This is an optimization exercise on Yosys and OpenROAD, whose aim is small area, a short achievable clock period and few clock cycles per item, not a production implementation.
Only simulation tests tie the RTL to the original design; equivalence was not proved.

==> design.v <==
module gra_mac (
    input  wire         clk,
    input  wire         rst,
    input  wire         start,
    input  wire [6:0]   nwords,      
    input  wire [255:0] key,
    input  wire [63:0]  ctr,
    output wire         ready,
    input  wire         in_valid,
    input  wire [31:0]  in_data,
    output wire         in_ready,
    output reg          done,
    output reg  [127:0] mac
);
    localparam [1:0] S_IDLE  = 2'd0,
                     S_FILL  = 2'd1,
                     S_ROUND = 2'd2,
                     S_ADD   = 2'd3;
    function [31:0] bswap;
        input [31:0] x;
        bswap = {x[7:0], x[15:8], x[23:16], x[31:24]};
    endfunction
    function [31:0] rotr;
        input [31:0] x;
        input integer n;
        rotr = (x >> n) | (x << (32 - n));
    endfunction
    function [31:0] bsig0;
        input [31:0] x;
        bsig0 = rotr(x, 2) ^ rotr(x, 13) ^ rotr(x, 22);
    endfunction
    function [31:0] bsig1;
        input [31:0] x;
        bsig1 = rotr(x, 6) ^ rotr(x, 11) ^ rotr(x, 25);
    endfunction
    function [31:0] ssig0;
        input [31:0] x;
        ssig0 = rotr(x, 7) ^ rotr(x, 18) ^ (x >> 3);
    endfunction
    function [31:0] ssig1;
        input [31:0] x;
        ssig1 = rotr(x, 17) ^ rotr(x, 19) ^ (x >> 10);
    endfunction
    localparam [2047:0] KTAB = {
        32'h428a2f98, 32'h71374491, 32'hb5c0fbcf, 32'he9b5dba5,
        32'h3956c25b, 32'h59f111f1, 32'h923f82a4, 32'hab1c5ed5,
        32'hd807aa98, 32'h12835b01, 32'h243185be, 32'h550c7dc3,
        32'h72be5d74, 32'h80deb1fe, 32'h9bdc06a7, 32'hc19bf174,
        32'he49b69c1, 32'hefbe4786, 32'h0fc19dc6, 32'h240ca1cc,
        32'h2de92c6f, 32'h4a7484aa, 32'h5cb0a9dc, 32'h76f988da,
        32'h983e5152, 32'ha831c66d, 32'hb00327c8, 32'hbf597fc7,
        32'hc6e00bf3, 32'hd5a79147, 32'h06ca6351, 32'h14292967,
        32'h27b70a85, 32'h2e1b2138, 32'h4d2c6dfc, 32'h53380d13,
        32'h650a7354, 32'h766a0abb, 32'h81c2c92e, 32'h92722c85,
        32'ha2bfe8a1, 32'ha81a664b, 32'hc24b8b70, 32'hc76c51a3,
        32'hd192e819, 32'hd6990624, 32'hf40e3585, 32'h106aa070,
        32'h19a4c116, 32'h1e376c08, 32'h2748774c, 32'h34b0bcb5,
        32'h391c0cb3, 32'h4ed8aa4a, 32'h5b9cca4f, 32'h682e6ff3,
        32'h748f82ee, 32'h78a5636f, 32'h84c87814, 32'h8cc70208,
        32'h90befffa, 32'ha4506ceb, 32'hbef9a3f7, 32'hc67178f2};
    localparam [255:0] IV = {32'h6a09e667, 32'hbb67ae85, 32'h3c6ef372, 32'ha54ff53a,
                             32'h510e527f, 32'h9b05688c, 32'h1f83d9ab, 32'h5be0cd19};
    reg  [1:0]   state;
    reg          outer;       
    reg  [7:0]   pos;         
    reg  [5:0]   rnd;         
    reg  [31:0]  w [0:15];    
    reg  [31:0]  a, b, c, d, e, f, g, h;
    reg  [255:0] hv;          
    reg  [255:0] ihash;       
    wire [8:0]  n9        = {2'b0, nwords};
    wire [8:0]  msg_end   = 9'd22 + n9;               
    wire [8:0]  nblk_in   = (n9 + 9'd42) >> 4;        
    wire [3:0]  last_blk  = outer ? 4'd1 : nblk_in[3:0] - 4'd1;
    wire [31:0] len_bits  = outer ? 32'd768 : (32'd768 + {20'd0, nwords, 5'd0});
    wire [3:0]  blk       = pos[7:4];
    wire        in_last   = (blk == last_blk);
    wire [8:0]  p9        = {1'b0, pos};
    reg  [31:0] fill_word;
    reg         fill_from_in;
    always @(*) begin
        fill_word    = 32'd0;
        fill_from_in = 1'b0;
        if (pos < 8'd16) begin
            fill_word = bswap(key[32*pos[2:0] +: 32]) ^ (outer ? 32'h5c5c5c5c : 32'h36363636);
            if (pos[3]) fill_word = outer ? 32'h5c5c5c5c : 32'h36363636;
        end else if (in_last && pos[3:0] == 4'd15) begin
            fill_word = len_bits;
        end else if (in_last && pos[3:0] == 4'd14) begin
            fill_word = 32'd0;
        end else if (!outer) begin
            if (p9 < msg_end) begin
                fill_word    = bswap(in_data);
                fill_from_in = 1'b1;
            end else if (p9 == msg_end) begin
                fill_word = bswap(ctr[31:0]);
            end else if (p9 == msg_end + 9'd1) begin
                fill_word = bswap(ctr[63:32]);
            end else if (p9 == msg_end + 9'd2) begin
                fill_word = 32'h80000000;
            end
        end else begin
            if (pos < 8'd24)
                fill_word = ihash[255 - 32*pos[2:0] -: 32];
            else if (pos == 8'd24)
                fill_word = 32'h80000000;
        end
    end
    wire fill_step = (state == S_FILL) && (!fill_from_in || in_valid);
    assign in_ready = (state == S_FILL) && fill_from_in;
    assign ready    = (state == S_IDLE);
    wire [31:0] ch    = (e & f) ^ (~e & g);
    wire [31:0] maj   = (a & b) ^ (a & c) ^ (b & c);
    wire [31:0] t1    = h + bsig1(e) + ch + KTAB[2047 - 32*rnd -: 32] + w[0];
    wire [31:0] t2    = bsig0(a) + maj;
    wire [31:0] w_new = ssig1(w[14]) + w[9] + ssig0(w[1]) + w[0];
    wire [255:0] hsum = {hv[255:224] + a, hv[223:192] + b, hv[191:160] + c, hv[159:128] + d,
                         hv[127:96]  + e, hv[95:64]   + f, hv[63:32]   + g, hv[31:0]    + h};
    integer i;
    always @(posedge clk) begin
        if (rst) begin
            state <= S_IDLE;
            done  <= 1'b0;
        end else begin
            done <= 1'b0;
            case (state)
                S_IDLE: begin
                    if (start) begin
                        outer <= 1'b0;
                        pos   <= 8'd0;
                        hv    <= IV;
                        state <= S_FILL;
                    end
                end
                S_FILL: begin
                    if (fill_step) begin
                        for (i = 0; i < 15; i = i + 1)
                            w[i] <= w[i+1];
                        w[15] <= fill_word;
                        pos   <= pos + 8'd1;
                        if (pos[3:0] == 4'd15) begin
                            {a, b, c, d, e, f, g, h} <= hv;
                            rnd   <= 6'd0;
                            state <= S_ROUND;
                        end
                    end
                end
                S_ROUND: begin
                    h <= g;
                    g <= f;
                    f <= e;
                    e <= d + t1;
                    d <= c;
                    c <= b;
                    b <= a;
                    a <= t1 + t2;
                    for (i = 0; i < 15; i = i + 1)
                        w[i] <= w[i+1];
                    w[15] <= w_new;
                    rnd <= rnd + 6'd1;
                    if (rnd == 6'd63)
                        state <= S_ADD;
                end
                S_ADD: begin
                    if (pos[7:4] - 4'd1 == last_blk) begin
                        if (!outer) begin
                            ihash <= hsum;
                            hv    <= IV;
                            outer <= 1'b1;
                            pos   <= 8'd0;
                            state <= S_FILL;
                        end else begin
                            mac   <= {bswap(hsum[159:128]), bswap(hsum[191:160]),
                                      bswap(hsum[223:192]), bswap(hsum[255:224])};
                            done  <= 1'b1;
                            state <= S_IDLE;
                        end
                    end else begin
                        hv    <= hsum;
                        state <= S_FILL;
                    end
                end
            endcase
        end
    end
endmodule
==> run.sh <==
#!/bin/bash
# synth_recipe.tcl (not shown) runs the flow's synth.tcl, then flattens the netlist and writes it again
# the make line also repeats each setting of config.mk as NAME=value (left out here)
make -C /OpenROAD-flow-scripts/flow DESIGN_CONFIG=/design/flow/config.mk WORK_HOME=/design/flow/orfs CLKGATE_MAP_FILE= SYNTH_SCRIPT=/design/flow/synth_recipe.tcl finish
==> config.mk <==
export PLATFORM = sky130hd
export DESIGN_NAME = gra_mac
export DESIGN_NICKNAME = gra_mac
export VERILOG_FILES = /design/flow/design.v
export SDC_FILE = /design/flow/constraint.sdc
export NUM_CORES = 4
export LEC_CHECK = 0
export CAP_MARGIN = 20
export CORE_MARGIN = 2
export CORE_UTILIZATION = 40
export SLEW_MARGIN = 20
==> constraint.sdc <==
create_clock -name core_clock -period 10.0 [get_ports {clk}]
set_input_delay 2.0000 -clock core_clock [delete_from_list [all_inputs] [get_ports {clk}]]
set_output_delay 2.0000 -clock core_clock [all_outputs]
set_load 0.01 [all_outputs]
==> summary.txt <==
Setup path
  • CP endpoint kind: register
  • Reg2Reg Launch Point: rnd[1]
  • WP data arrival: 9900 ps
  • Reg2reg end: a[30]
  • CP Class: reg -> reg
  • Critical path endpoint: a[30]
  • Crit-path slowest cell: a2111oi_0
  • Worst R2R Path Depth: 32
  • Startpoint types: register
  • CP required: 10,580 ps
  • Crit Path Max Fanout: 22
  • Largest stage delay, worst path: 1030 ps
  • Register-to-register setup slack: 680 ps
  • Most used cell, CP: ha_1
  • Crit path launch: rnd[1]

Yosys
  • Avg Cell Area, Syn: 12.3 um2
  • Most common cell in the netlist: edfxtp_1
  • Distinct cells, synth: 91
  • EDFF count, synth: 1,423
  • Synthesized instance count: 6,790
  • Mapped cell area: 83,300 um2
  • Yosys top cell area share: 0.513
  • Synth warnings: 2
  • Seq cells post-synth: 1,426
  • Most used DFF post-synth: edfxtp_1
  • Ranking of synthesized cells by area: edfxtp_1 51%, ha_1 6.2%, xnor2_1 4.7%, fa_1 4.7%, mux2_2 3.2%
  • FFs w/ async S/R, synth: 0
  • Syn Nets: 7,763
  • Seq/Total Area, Yosys: 0.513
  • Area leader, netlist: edfxtp_1
  • Post-synth top cells: 1,423 x edfxtp_1, 448 x xnor2_1, 429 x a21oi_1, 415 x ha_1, 394 x nor2_1

Layout
  • FILL cells: 18,400
  • Layout cells sized above 1: 0.124
  • Finished Layout Cells: 10,400
  • Final layout net count: 8,402
  • Final core occ: 0.477
  • Finished Cell Area: 98,800 um2
  • Synthesis-to-finish area growth: 18.5%

Drt
  • Vias/cell: 5.80
  • Iteration-0 DRC Markers: 6,293
  • WL/cell: 30.3 um
  • DR vias: 60,100
  • Routed WL: 314 mm
  • ANT nets after route: 0
  • Drt pass-1 iters: 6
  • DRC Markers: 0

Clocking
  • Hold-fix buffers at CTS: 0
  • Clock Path Buffers: 3
  • CTS tree: built
  • H-tree depth: 4
  • Worst-Skew Late Latency: 830 ps
  • Sink Count: 1,426
  • Root Driver: clkbuf_16
  • Clk slew on worst S/H paths: 60 ps
  • Setup Buffers After CTS: 0
  • Clock buffer count from CTS: 162
  • Post-CTS Resized: 0

STA
  • Fraction of the cycle the final worst path needs: 0.932
  • Clock skew: 35.3 ps
  • RSZ-0062 raised after global routing: false
  • Fmax: 107 MHz
  • Worst relative slew slack: 0.168
  • Final-report max-slew violation count: 0
  • Final Hold Vio Count: 0
  • Fin crit period: 9320 ps
  • Slew @ Worst Pin: 1230 ps
  • Final hold slack: 406 ps
  • Final setup vio count: 0

Job
  • Max Cap Viol: 0

Placement
  • Placed cells: 10,100
  • GPL Wtd Cong: 0.990
  • I/O Buffers: 493
  • Placed instance area: 93,200 um2
  • Hpwl dp: 243 mm

Die
  • Die Y: 460 um
  • IO Pins: 494
  • Initial Utilization: 0.402
  • Die W: 460 um
  • Core Box Area: 207,000 um2
  • Cell row count: 167
  • Die area: 212,000 um2

Global route
  • Total grt overflow: 0
  • Tot GR Track Use: 0.291
  • Vias in the first global route: 58,500
  • Largest net degree at the start of global routing: 169
  • Initial antenna violation count: 23
  • First-pass GRT wire length: 438 mm

Outcome
  • Status: no timing/DRC/antenna violations

Worst hold path
  • Hold WC Path Type: reg -> reg
worst max-delay path: cells and delay by family, from the launching register on:
family / cells / cell delay [ps]
AND/OR/NAND/NOR: 5 / 1480
multiplexers: 2 / 640
AO/OA/AOI/OAI: 13 / 3680
flip-flops: 1 / 480
buffers and inverters: 4 / 410
adder cells (fa/ha/maj): 6 / 1440
XOR/XNOR: 2 / 950
logic make-up after synthesis:
kind of cell | after synthesis | synth area share
AND/OR/NAND/NOR | 1339 | 0.0792
multiplexers | 442 | 0.0712
flip-flops | 1426 | 0.513
XOR/XNOR | 648 | 0.0685
adder cells (fa/ha/maj) | 613 | 0.110
AO/OA/AOI/OAI | 1636 | 0.127
buffers and inverters | 686 | 0.0312
stage by stage:
step	setup WS, ps	TNS [ps]
6_report	682	0
5_1_grt	361	0
4_1_cts	882	0
3_5_place_dp	919	0
3_3_place_gp	918	0
2_1_floorplan	-2380	-1437080
final cells by class:
type | count | area [um2] | area share
antenna | 15 | 37.5 | 0.000380
clock buffer | 189 | 4220 | 0.0427
clock inverter | 108 | 1320 | 0.0134
inverter | 397 | 1500 | 0.0151
multi-input combinational | 4678 | 38200 | 0.387
sequential | 1426 | 42800 | 0.433
tap | 2788 | 3490 | 0.0353
timing repair buffer | 764 | 7210 | 0.0730
cell usage in the layout, fill, tap and decap left out, drive strengths merged, types with 17 or more instances in the layout:
| cell type | instances |
|---|---|
| inv | 403 |
| a2111oi | 22 |
| o211ai | 45 |
| clkinv | 74 |
| o21a | 54 |
| a21boi | 19 |
| nor3 | 89 |
| nor2b | 33 |
| a21oi | 431 |
| mux2 | 240 |
| nand2 | 265 |
| xnor2 | 451 |
| mux4 | 97 |
| o32ai | 17 |
| o31ai | 32 |
| nand3 | 78 |
| nor2 | 395 |
| nor4 | 19 |
| edfxtp | 1423 |
| nand2b | 174 |
| clkbuf | 189 |
| a21o | 229 |
| clkdlybuf4s50 | 493 |
| a31oi | 61 |
| a211oi | 91 |
| nand4 | 40 |
| o21bai | 44 |
| or3 | 17 |
| buf | 271 |
| and2 | 141 |
| mux2i | 105 |
| a221oi | 38 |
| o21ai | 375 |
| xor2 | 197 |
| ha | 415 |
| fa | 195 |
| bufinv | 21 |
| and3 | 35 |
layer usage:
| layer | GRT usage | wire length (um) | vias up |
|---|---|---|---|
| li1 | - | - | 26500 |
| met1 | 0.391 | 132000 | 30600 |
| met2 | 0.466 | 146000 | 2544 |
| met3 | 0.0449 | 21800 | 428 |
| met4 | 0.128 | 14800 | 10 |
| met5 | 0 | 57 | - |
flip-flops by register name, summed over array words and instances, names as in the netlist, 128 cells and up:
name   flops
w        512
mac      128
ihash    256
hv       256
how the worst min path moves through the flow:
stage | to | cells past startpoint | startpoint | slack (ps)
after floorplan | w[10][0] | 0 | w[11][0] | 400
after global placement | w[7][12] | 0 | w[8][12] | 400
after detailed placement | w[10][20] | 0 | w[11][20] | 400
after CTS | w[7][9] | 0 | w[8][9] | 400
after global routing | w[7][9] | 0 | w[8][9] | 420
final | w[6][25] | 0 | w[7][25] | 410
Testbench counts, summed over its fixed seeds: cycles 124,744, items 320.

## static timing again, ports no longer ideal
Ports are ideal in the flow. The routed layout listed here was re-timed in OpenROAD.
Step 1: set_driving_cell puts a clkbuf_16 on clk and a buf_2 on each other input, an assumption about the parent block.
Step 2 also shifts input and output timing later by t, the mid clock arrival at the registers, as if the neighbouring blocks saw the same clock.
a / b / c = ideal / step 1 / step 2; a / b = the first two.
shift t [ns]: 0.899
slack for setup (ns): 0.682 / 0.682 / 0.682
worst data-port slew with drivers (ns): 0.22
After both steps this run still meets setup and hold. The setup slack of this run moves by 0.000 ns with the drivers and by 0.000 ns with both steps.
